This is an optimization exercise on Yosys and OpenROAD, whose aim is small area and a short achievable clock period, not a production implementation. RTL that was checked went through simulation tests only; none was proved equivalent to the original. The flow treats the clock pin as an ideal source, which a real chip does not have.

==> job 3873: inputs <==
==> flow/design.v (excerpt) <==
module ecc_bch_codec (
    input  wire        clk,
    input  wire        rst,           
    input  wire        in_valid,
    input  wire [63:0] in_wdata,      
    input  wire [63:0] in_rdata,      
    input  wire [15:0] in_rcheck,     
    output reg         out_valid,
    output reg  [15:0] out_wcheck,    
    output reg  [63:0] out_data,      
    output reg         out_ce,        
    output reg         out_ue,        
    output reg  [1:0]  out_nbits      
);
Settings: LEC_CHECK=0, CAP_MARGIN=20, CORE_MARGIN=2, CORE_UTILIZATION=40, SLEW_MARGIN=20, SYNTH_HIERARCHICAL=1, SYNTH_MINIMUM_KEEP_SIZE=0; clock period 34.0 ns.
standard.sh (not shown) runs the stock make flow with config.mk's settings and CLKGATE_MAP_FILE= SYNTH_SCRIPT=/design/flow/synth_recipe.tcl, a recipe that flattens the netlist after the stock synthesis.
==> flow/flow/run.sh <==
#!/bin/bash
# Own layout flow: the standard ORFS flow (standard.sh, so the synthesis is
# the standard one), with these changes to how the layout is made:
#  - OpenROAD's timing repair aims at the setup slack in flow/margin.txt;
#  - the port buffers are sky130_fd_sc_hd__buf_1;
#  - any further make variables listed in flow/extra.txt (one per line);
#  - flow/post_cts.tcl, if present, runs at the end of ORFS's CTS step.
# The full make/ORFS output goes to orfs_make.log; ORFS keeps each step's log
# under orfs/logs/.
set -euo pipefail
MARGIN=$(cat flow/margin.txt)
EXTRA=()
if [[ -f flow/extra.txt ]]; then
  while IFS= read -r line; do [[ -n "$line" ]] && EXTRA+=("$line"); done < flow/extra.txt
fi
if [[ -f flow/post_cts.tcl ]]; then
  EXTRA+=("POST_CTS_TCL=$PWD/flow/post_cts.tcl")
fi
bash standard.sh \
  "SETUP_SLACK_MARGIN=${MARGIN}" \
  "BUFFER_PORTS_ARGS=-buffer_cell sky130_fd_sc_hd__buf_1" \
  "${EXTRA[@]}" \
  finish > orfs_make.log 2>&1
==> flow/flow/extra.txt <==
CTS_ARGS=-sink_clustering_enable -repair_clock_nets -buf_list sky130_fd_sc_hd__clkbuf_8 -dont_use_dummy_load
==> flow/flow/margin.txt <==
25.5
==> flow/flow/post_cts.tcl <==
# After CTS: a leaf clock buffer of the small type that drives many flip-flops
# is swapped for the larger clock buffer, to keep the flip-flop clock slew low.
set changed 0
foreach inst [get_cells clkbuf_*] {
  if {[get_property $inst ref_name] ne "sky130_fd_sc_hd__clkbuf_8"} { continue }
  set out [get_pins -of_objects $inst -filter "direction==output"]
  set n [llength [get_pins -of_objects [get_nets -of_objects $out] -filter "direction==input"]]
  if {$n >= 18} {
    puts "post_cts: [get_full_name $inst] drives $n pins, now sky130_fd_sc_hd__clkbuf_16"
    replace_cell $inst sky130_fd_sc_hd__clkbuf_16
    incr changed
  }
}
if {$changed} { detailed_placement }
==> inputs of job 885, as changes to job 3873 <==
==> flow/flow/margin.txt (replaced) <==
25.3
==> impl_metrics.ini <==
[run_status]
status = no timing/DRC/antenna violations

[worst_setup_path]
path_max_fanout = 4
critPathMaxStageDelay_ps = 480

[drt]
met2_length_um = 18000

[global_routing]
grt_pass1_vias = 9972

[cells_and_area]
drive_above_1_share_pct = 3.02
buf_share_pct = 6.60
multi_input_area_share_pct = 60.8
fin_area_um2 = 13900

[timing]
worst_pin_slew_ps = 884

[power]
the above is filed under job 3873

==> impl_metrics.ini <==
[run_status]
status = no timing/DRC/antenna violations

[cells_and_area]
fin_area_um2 = 13700
buf_share_pct = 6.64
multi_input_area_share_pct = 60.5
drive_above_1_share_pct = 1.83
num-multi-input-gates = 1111

[worst_setup_path]
critPathMaxStageDelay_ps = 470
path_max_fanout = 3

[placement]
placedCellCount = 1961

[timing]
worst_pin_slew_ps = 882

[clock_tree]
path_clk_slew_ps = 80
the above is filed under job 885

No run of this note included a check of the RTL's function; only the layout flow was run.

* * *

==> inputs of build 20 <==
ecc_bch_codec, a different RTL version from the one above (not shown whole).
clock: 34.0 ns
lec_check: 0
cap_margin: 20
core_margin: 2
core_utilization: 55
slew_margin: 20
synth_hierarchical: 1
synth_minimum_keep_size: 0
==> flow/flow/margin.txt <==
25.5
Scripts as last shown in full above: flow/flow/run.sh, flow/flow/extra.txt, flow/flow/post_cts.tcl
==> inputs of build 5, as changes to build 20 <==
--- a/flow/config.mk
+++ b/flow/config.mk
@@ -8,5 +8,5 @@
 export CAP_MARGIN = 20
 export CORE_MARGIN = 2
-export CORE_UTILIZATION = 55
+export CORE_UTILIZATION = 40
 export SLEW_MARGIN = 20
 export SYNTH_HIERARCHICAL = 1
==> flow_results.org <==
** Layout
- Antenna fix cells :: 1
- Finished layout cell area :: 13,600 µm²
- Share of the core filled with cells in the final layout :: 0.472

** Detailed routing
- After the first detailed-routing iteration, the DRC count stood at 1,034.
- Dividing the detail-routed via count by the number of cells gives 5.18.

** Run status
- Run status :: no timing/DRC/antenna violations

** Die
- The initialized floorplan defines 62 standard-cell rows.

** Timing
- Timing would allow up to 0.118 GHz.
- The clock period could shrink to 8.45 ns.
[end of results for build 5]
==> flow_results.org <==
** Run status
- Run status :: no timing/DRC/antenna violations

** Layout
- Measured on the finished design, the core utilization comes to 0.642.
- Antenna fix cells :: 0
- Finished layout cell area :: 13,500 µm²

** Timing
- Maximum clock frequency :: 0.118 GHz

** Detailed routing
- After detailed routing, the number of vias per cell comes to 5.55.
[end of results for build 20]

* * *

==> run a <==
Another version of the RTL of ecc_bch_codec (not shown whole).
Settings: LEC_CHECK=0, CAP_MARGIN=20, CORE_MARGIN=2, CORE_UTILIZATION=40, CTS_CLUSTER_DIAMETER=60, CTS_CLUSTER_SIZE=30, SLEW_MARGIN=20, SYNTH_HIERARCHICAL=1, SYNTH_MINIMUM_KEEP_SIZE=0; clock period 34.0 ns.
==> flow/flow/run.sh <==
#!/bin/bash
# Own layout flow: the standard ORFS flow (standard.sh, unchanged synthesis),
# with a setup-slack target for OpenROAD's timing repair and a small buffer cell
# for the port buffers. Everything else is as the standard flow's layout.
set -euo pipefail
MARGIN=$(cat flow/margin.txt)
bash standard.sh \
  "SETUP_SLACK_MARGIN=${MARGIN}" \
  "BUFFER_PORTS_ARGS=-buffer_cell sky130_fd_sc_hd__buf_1" \
  finish > orfs_make.log 2>&1
==> flow/flow/margin.txt <==
25.3
==> run b (differences from run a) <==
==> flow/flow/run.sh (replaced) <==
#!/bin/bash
# Own layout flow: the standard ORFS flow (standard.sh, so the synthesis is
# the standard one), with these changes to how the layout is made:
#  - OpenROAD's timing repair aims at the setup slack in flow/margin.txt;
#  - the port buffers are sky130_fd_sc_hd__buf_1;
#  - any further make variables listed in flow/extra.txt (one per line);
#  - flow/post_cts.tcl, if present, runs at the end of ORFS's CTS step.
# The full make/ORFS output goes to orfs_make.log; ORFS keeps each step's log
# under orfs/logs/.
set -euo pipefail
MARGIN=$(cat flow/margin.txt)
EXTRA=()
if [[ -f flow/extra.txt ]]; then
  while IFS= read -r line; do [[ -n "$line" ]] && EXTRA+=("$line"); done < flow/extra.txt
fi
if [[ -f flow/post_cts.tcl ]]; then
  EXTRA+=("POST_CTS_TCL=$PWD/flow/post_cts.tcl")
fi
bash standard.sh \
  "SETUP_SLACK_MARGIN=${MARGIN}" \
  "BUFFER_PORTS_ARGS=-buffer_cell sky130_fd_sc_hd__buf_1" \
  "${EXTRA[@]}" \
  finish > orfs_make.log 2>&1
==> flow/flow/extra.txt (new file) <==
CTS_ARGS=-sink_clustering_enable -repair_clock_nets -buf_list sky130_fd_sc_hd__clkbuf_4 -root_buf sky130_fd_sc_hd__clkbuf_8 -dont_use_dummy_load
==> flow/flow/post_cts.tcl (new file) <==
# After CTS: a leaf clock buffer that drives many flip-flops is swapped for a
# larger clock buffer, to keep the flip-flop clock slew low.
set changed 0
foreach inst [get_cells clkbuf_*] {
  set ref [get_property $inst ref_name]
  if {$ref ne "sky130_fd_sc_hd__clkbuf_4" && $ref ne "sky130_fd_sc_hd__clkbuf_8"} { continue }
  set out [get_pins -of_objects $inst -filter "direction==output"]
  set n [llength [get_pins -of_objects [get_nets -of_objects $out] -filter "direction==input"]]
  set new ""
  if {$n >= 18} { set new sky130_fd_sc_hd__clkbuf_16 } elseif {$n >= 9 && $ref eq "sky130_fd_sc_hd__clkbuf_4"} { set new sky130_fd_sc_hd__clkbuf_8 }
  if {$new ne ""} {
    puts "post_cts: [get_full_name $inst] drives $n pins, now $new"
    replace_cell $inst $new
    incr changed
  }
}
if {$changed} { detailed_placement }
CTS_CLUSTER_DIAMETER = unset   (was 60)
CTS_CLUSTER_SIZE = unset   (was 30)
==> run c (differences from run a) <==
==> flow/flow/run.sh (replaced) <==
#!/bin/bash
# Own layout flow: the standard ORFS flow (standard.sh, so the synthesis is
# the standard one), with these changes to how the layout is made:
#  - OpenROAD's timing repair aims at the setup slack in flow/margin.txt;
#  - the port buffers are sky130_fd_sc_hd__buf_1;
#  - any further make variables listed in flow/extra.txt (one per line);
#  - flow/post_cts.tcl, if present, runs at the end of ORFS's CTS step.
# The full make/ORFS output goes to orfs_make.log; ORFS keeps each step's log
# under orfs/logs/.
set -euo pipefail
MARGIN=$(cat flow/margin.txt)
EXTRA=()
if [[ -f flow/extra.txt ]]; then
  while IFS= read -r line; do [[ -n "$line" ]] && EXTRA+=("$line"); done < flow/extra.txt
fi
if [[ -f flow/post_cts.tcl ]]; then
  EXTRA+=("POST_CTS_TCL=$PWD/flow/post_cts.tcl")
fi
bash standard.sh \
  "SETUP_SLACK_MARGIN=${MARGIN}" \
  "BUFFER_PORTS_ARGS=-buffer_cell sky130_fd_sc_hd__buf_1" \
  "${EXTRA[@]}" \
  finish > orfs_make.log 2>&1
==> flow/flow/extra.txt (new file) <==
CTS_ARGS=-sink_clustering_enable -repair_clock_nets -buf_list sky130_fd_sc_hd__clkbuf_8 -dont_use_dummy_load
==> flow/flow/post_cts.tcl (new file) <==
# After CTS: a leaf clock buffer of the small type that drives many flip-flops
# is swapped for the larger clock buffer, to keep the flip-flop clock slew low.
set changed 0
foreach inst [get_cells clkbuf_*] {
  if {[get_property $inst ref_name] ne "sky130_fd_sc_hd__clkbuf_8"} { continue }
  set out [get_pins -of_objects $inst -filter "direction==output"]
  set n [llength [get_pins -of_objects [get_nets -of_objects $out] -filter "direction==input"]]
  if {$n >= 18} {
    puts "post_cts: [get_full_name $inst] drives $n pins, now sky130_fd_sc_hd__clkbuf_16"
    replace_cell $inst sky130_fd_sc_hd__clkbuf_16
    incr changed
  }
}
if {$changed} { detailed_placement }
CTS_CLUSTER_DIAMETER = unset   (was 60)
CTS_CLUSTER_SIZE = unset   (was 30)
==> run d (differences from run a) <==
==> flow/flow/run.sh (replaced) <==
#!/bin/bash
# Own layout flow: the standard ORFS flow (standard.sh, so the synthesis is
# the standard one), with these changes to how the layout is made:
#  - OpenROAD's timing repair aims at the setup slack in flow/margin.txt;
#  - the port buffers are sky130_fd_sc_hd__buf_1;
#  - any further make variables listed in flow/extra.txt (one per line).
# The full make/ORFS output goes to orfs_make.log; ORFS keeps each step's log
# under orfs/logs/.
set -euo pipefail
MARGIN=$(cat flow/margin.txt)
EXTRA=()
if [[ -f flow/extra.txt ]]; then
  while IFS= read -r line; do [[ -n "$line" ]] && EXTRA+=("$line"); done < flow/extra.txt
fi
bash standard.sh \
  "SETUP_SLACK_MARGIN=${MARGIN}" \
  "BUFFER_PORTS_ARGS=-buffer_cell sky130_fd_sc_hd__buf_1" \
  "${EXTRA[@]}" \
  finish > orfs_make.log 2>&1
==> flow/flow/extra.txt (new file) <==
CTS_ARGS=-sink_clustering_enable -repair_clock_nets -dont_use_dummy_load
CTS_CLUSTER_DIAMETER = unset   (was 60)
CTS_CLUSTER_SIZE = unset   (was 30)
==> comparison table <==
metric                                                                      run a           run b           run c           run d
Met3 routed wirelength                                                    3.26 mm         3.31 mm         3.17 mm         3.39 mm
Reg-to-reg slack, setup                                                  26.75 ns        26.75 ns        26.78 ns        26.73 ns
Total clock buffers created by CTS                                             17               -               -              17
Diode insertion count for antenna repair                                        1               2               1               1
Relative area of non-clock buffer cells in the final design                 6.34%           6.54%           6.53%           6.44%
Routed wire length                                                        40.2 mm         40.0 mm         40.1 mm         40.1 mm
Global-route met2 utilization                                               41.0%           40.5%           40.4%           40.5%
Run status                                                         finished clean  finished clean  finished clean  finished clean
Vias in the first global route                                              10100            9958            9975           10000
Worst Tran Pin Value                                                     0.832 ns        0.831 ns        0.850 ns        0.819 ns
Clock transition at the registers of the reported paths                   0.08 ns         0.11 ns         0.09 ns         0.06 ns
Minimum hold slack                                                       0.330 ns        0.308 ns        0.321 ns        0.318 ns
Final standard cell count with taps included and fillers excluded            1993            1979            1978            1978
Setup bufs post-CTS                                                             0               -               -               0

* * *

==> 02-27: inputs <==
ecc_bch_codec, a different RTL version from the one above (not shown whole).
Settings: LEC_CHECK=0, CAP_MARGIN=20, CORE_MARGIN=2, CORE_UTILIZATION=40, SLEW_MARGIN=20, SYNTH_HIERARCHICAL=1, SYNTH_MINIMUM_KEEP_SIZE=0; clock period 34.0 ns.
==> flow/flow/run.sh <==
#!/bin/bash
# Own layout flow: the standard ORFS flow (standard.sh, unchanged synthesis),
# with a setup-slack target for OpenROAD's timing repair and a small buffer cell
# for the port buffers. Everything else is as the standard flow's layout.
set -euo pipefail
MARGIN=$(cat flow/margin.txt)
bash standard.sh \
  "SETUP_SLACK_MARGIN=${MARGIN}" \
  "BUFFER_PORTS_ARGS=-buffer_cell sky130_fd_sc_hd__buf_1" \
  finish > orfs_make.log 2>&1
==> flow/flow/margin.txt <==
25.0
==> 04-14 (differences from 02-27) <==
==> flow/flow/margin.txt (replaced) <==
26.0
==> results.sh <==
export IMPL_outcome="no timing/DRC/antenna violations"
export IMPL_met1_usage_pct=33.5
export IMPL_clkbuf_count=28
export IMPL_grt_max_degree=76
[end of results for 02-27]
==> results.sh <==
export IMPL_outcome="no timing/DRC/antenna violations"
export IMPL_multi_input_area_sq_mm=0.0119
export IMPL_use_met2_pct=44.8
export IMPL_met1_usage_pct=37.1
export IMPL_clkbuf_count=30
export IMPL_dpl_hpwl_um=39100
export IMPL_wl_met1_um=22900
export IMPL_grt_max_degree=49
[end of results for 04-14]
No functional check of the RTL was part of any run of this note.

* * *

==> 02-16 <==
RTL: one of the versions met above, not the one the previous note started from.
==> flow/config.mk <==
export PLATFORM = sky130hd
export DESIGN_NAME = ecc_bch_codec
export DESIGN_NICKNAME = ecc_bch_codec
export VERILOG_FILES = /design/flow/design.v
export SDC_FILE = /design/flow/constraint.sdc
export NUM_CORES = 4
export LEC_CHECK = 0
export CAP_MARGIN = 20
export CORE_MARGIN = 2
export CORE_UTILIZATION = 40
export SLEW_MARGIN = 20
export SYNTH_HIERARCHICAL = 1
export SYNTH_MINIMUM_KEEP_SIZE = 0
==> flow/constraint.sdc <==
create_clock -name core_clock -period 34.0 [get_ports {clk}]
set_input_delay 6.8000 -clock core_clock [delete_from_list [all_inputs] [get_ports {clk}]]
set_output_delay 6.8000 -clock core_clock [all_outputs]
set_load 0.01 [all_outputs]
==> flow/flow/margin.txt <==
25.6
Scripts as last shown in full above: flow/flow/run.sh
==> 11-04: changes against 02-16 <==
==> flow/flow/run.sh (replaced) <==
#!/bin/bash
# Own layout flow: the standard ORFS flow (standard.sh, so the synthesis is
# the standard one), with these changes to how the layout is made:
#  - OpenROAD's timing repair aims at the setup slack in flow/margin.txt;
#  - the port buffers are sky130_fd_sc_hd__buf_1;
#  - any further make variables listed in flow/extra.txt (one per line);
#  - flow/post_cts.tcl, if present, runs at the end of ORFS's CTS step.
# The full make/ORFS output goes to orfs_make.log; ORFS keeps each step's log
# under orfs/logs/.
set -euo pipefail
MARGIN=$(cat flow/margin.txt)
EXTRA=()
if [[ -f flow/extra.txt ]]; then
  while IFS= read -r line; do [[ -n "$line" ]] && EXTRA+=("$line"); done < flow/extra.txt
fi
if [[ -f flow/post_cts.tcl ]]; then
  EXTRA+=("POST_CTS_TCL=$PWD/flow/post_cts.tcl")
fi
bash standard.sh \
  "SETUP_SLACK_MARGIN=${MARGIN}" \
  "BUFFER_PORTS_ARGS=-buffer_cell sky130_fd_sc_hd__buf_1" \
  "${EXTRA[@]}" \
  finish > orfs_make.log 2>&1
==> flow/flow/extra.txt (new file) <==
CTS_ARGS=-sink_clustering_enable -repair_clock_nets -buf_list sky130_fd_sc_hd__clkbuf_8 -dont_use_dummy_load
==> flow/flow/margin.txt (replaced) <==
25.0
==> flow/flow/post_cts.tcl (new file) <==
# After CTS: a leaf clock buffer of the small type that drives many flip-flops
# is swapped for the larger clock buffer, to keep the flip-flop clock slew low.
set changed 0
foreach inst [get_cells clkbuf_*] {
  if {[get_property $inst ref_name] ne "sky130_fd_sc_hd__clkbuf_8"} { continue }
  set out [get_pins -of_objects $inst -filter "direction==output"]
  set n [llength [get_pins -of_objects [get_nets -of_objects $out] -filter "direction==input"]]
  if {$n >= 18} {
    puts "post_cts: [get_full_name $inst] drives $n pins, now sky130_fd_sc_hd__clkbuf_16"
    replace_cell $inst sky130_fd_sc_hd__clkbuf_16
    incr changed
  }
}
if {$changed} { detailed_placement }
==> 06-08: changes against 02-16 <==
==> flow/flow/margin.txt (replaced) <==
25.3
- CTS_BUF_LIST: unset -> sky130_fd_sc_hd__clkbuf_8 sky130_fd_sc_hd__clkbuf_16
==> qor summary <==
	11-04	06-08	02-16
Combined global-route utilization of all metal layers	0.252	0.254	0.254
Count of instances resized after the clock tree is built	-	0	24
Sequential fraction of total cell area	0.266	0.257	0.249
Mean routed wirelength per cell	20.3 um	20.2 um	20.2 um
Clock period minus final worst setup slack	8.66 ns	8.58 ns	8.37 ns
Count of vias placed by the detailed router	10.4k	10.4k	10.5k
Wire length on met3	3160 um	3260 um	3210 um
Buffer share of cell area	0.0654	0.0634	0.0673
DR WL met2	18300 um	18300 um	18500 um
Final core utilization	0.462	0.477	0.493
Filler Cell Count	2971	2904	2833
Run status	complete, no violations	complete, no violations	complete, no violations
Area used by multi-input combinational logic	0.00828 mm^2	0.00833 mm^2	0.00873 mm^2
GRT met3 Usage	0.0379	0.0401	0.0398
Proportion of cell area spent on the clock network	0.0179	0.0459	0.0444
Ratio of cells with drive above 1 in the final layout	0.0151	0.0287	0.0682
Final period util	0.255	0.252	0.246
Post CTS Setup Buffer Count	-	0	2
Worst clock skew on the final layout	0.0423 ns	0.0154 ns	0.0132 ns
Tightest slew margin relative to the limit	0.434	0.444	0.437
Fin cells	1978	1993	2004
Clock buffer count from CTS	-	17	17

==> separate check: timing with driven ports <==
The flow's constraints put no driver on any port. The routed layouts listed below were extracted and timed again, unchanged, in two steps. Step 1 (the two cells are an assumption about what drives the block):
set clk [get_ports {clk}]
set_driving_cell -lib_cell sky130_fd_sc_hd__clkbuf_16 $clk
set_driving_cell -lib_cell sky130_fd_sc_hd__buf_2 [delete_from_list [all_inputs] $clk]
Step 2 times the ports against the registers' clock, not the clock port: input delays grow and output delays shrink by t, the midpoint of the rising clock arrivals with the driver on. a / b / c = no drivers / after step 1 / after step 2; a / b = the first two.
| run | shift t [ns] | setup WS [ns] | latest minus earliest clock arrival (ns) | worst register clock-pin slew, ns |
|---|---|---|---|---|
| job 3873 | 0.500 | 25.554 / 25.573 / 25.072 | 0.036 / 0.037 | 0.10 / 0.10 |
| job 885 | 0.497 | 25.393 / 25.417 / 24.920 | 0.034 / 0.034 | 0.10 / 0.10 |
| build 20 | 0.492 | 25.528 / 25.553 / 25.061 | 0.041 / 0.040 | 0.10 / 0.10 |
| build 5 | 0.499 | 25.548 / 25.564 / 25.064 | 0.029 / 0.029 | 0.10 / 0.10 |
| run a | 0.488 | 25.423 / 25.445 / 24.957 | 0.016 / 0.015 | 0.09 / 0.09 |
| run b | 0.492 | 25.379 / 25.399 / 24.906 | 0.038 / 0.039 | 0.11 / 0.11 |
| run c | 0.510 | 25.413 / 25.418 / 24.908 | 0.044 / 0.045 | 0.11 / 0.11 |
| run d | 0.477 | 25.406 / 25.415 / 24.938 | 0.048 / 0.048 | 0.09 / 0.09 |
| 02-27 | 0.544 | 25.127 / 25.127 / 25.127 | 0.013 / 0.013 | 0.07 / 0.07 |
| 04-14 | 0.572 | 25.673 / 25.673 / 25.673 | 0.018 / 0.018 | 0.08 / 0.08 |
| 02-16 | 0.492 | 25.625 / 25.645 / 25.152 | 0.015 / 0.015 | 0.09 / 0.09 |
| 11-04 | 0.510 | 25.336 / 25.344 / 24.835 | 0.043 / 0.043 | 0.10 / 0.10 |
| 06-08 | 0.488 | 25.423 / 25.445 / 24.957 | 0.016 / 0.015 | 0.09 / 0.09 |
After both steps every run listed still meets setup and hold. The setup slack of run c, which loses most, moves by +0.005 ns with the drivers and by -0.505 ns with both steps.
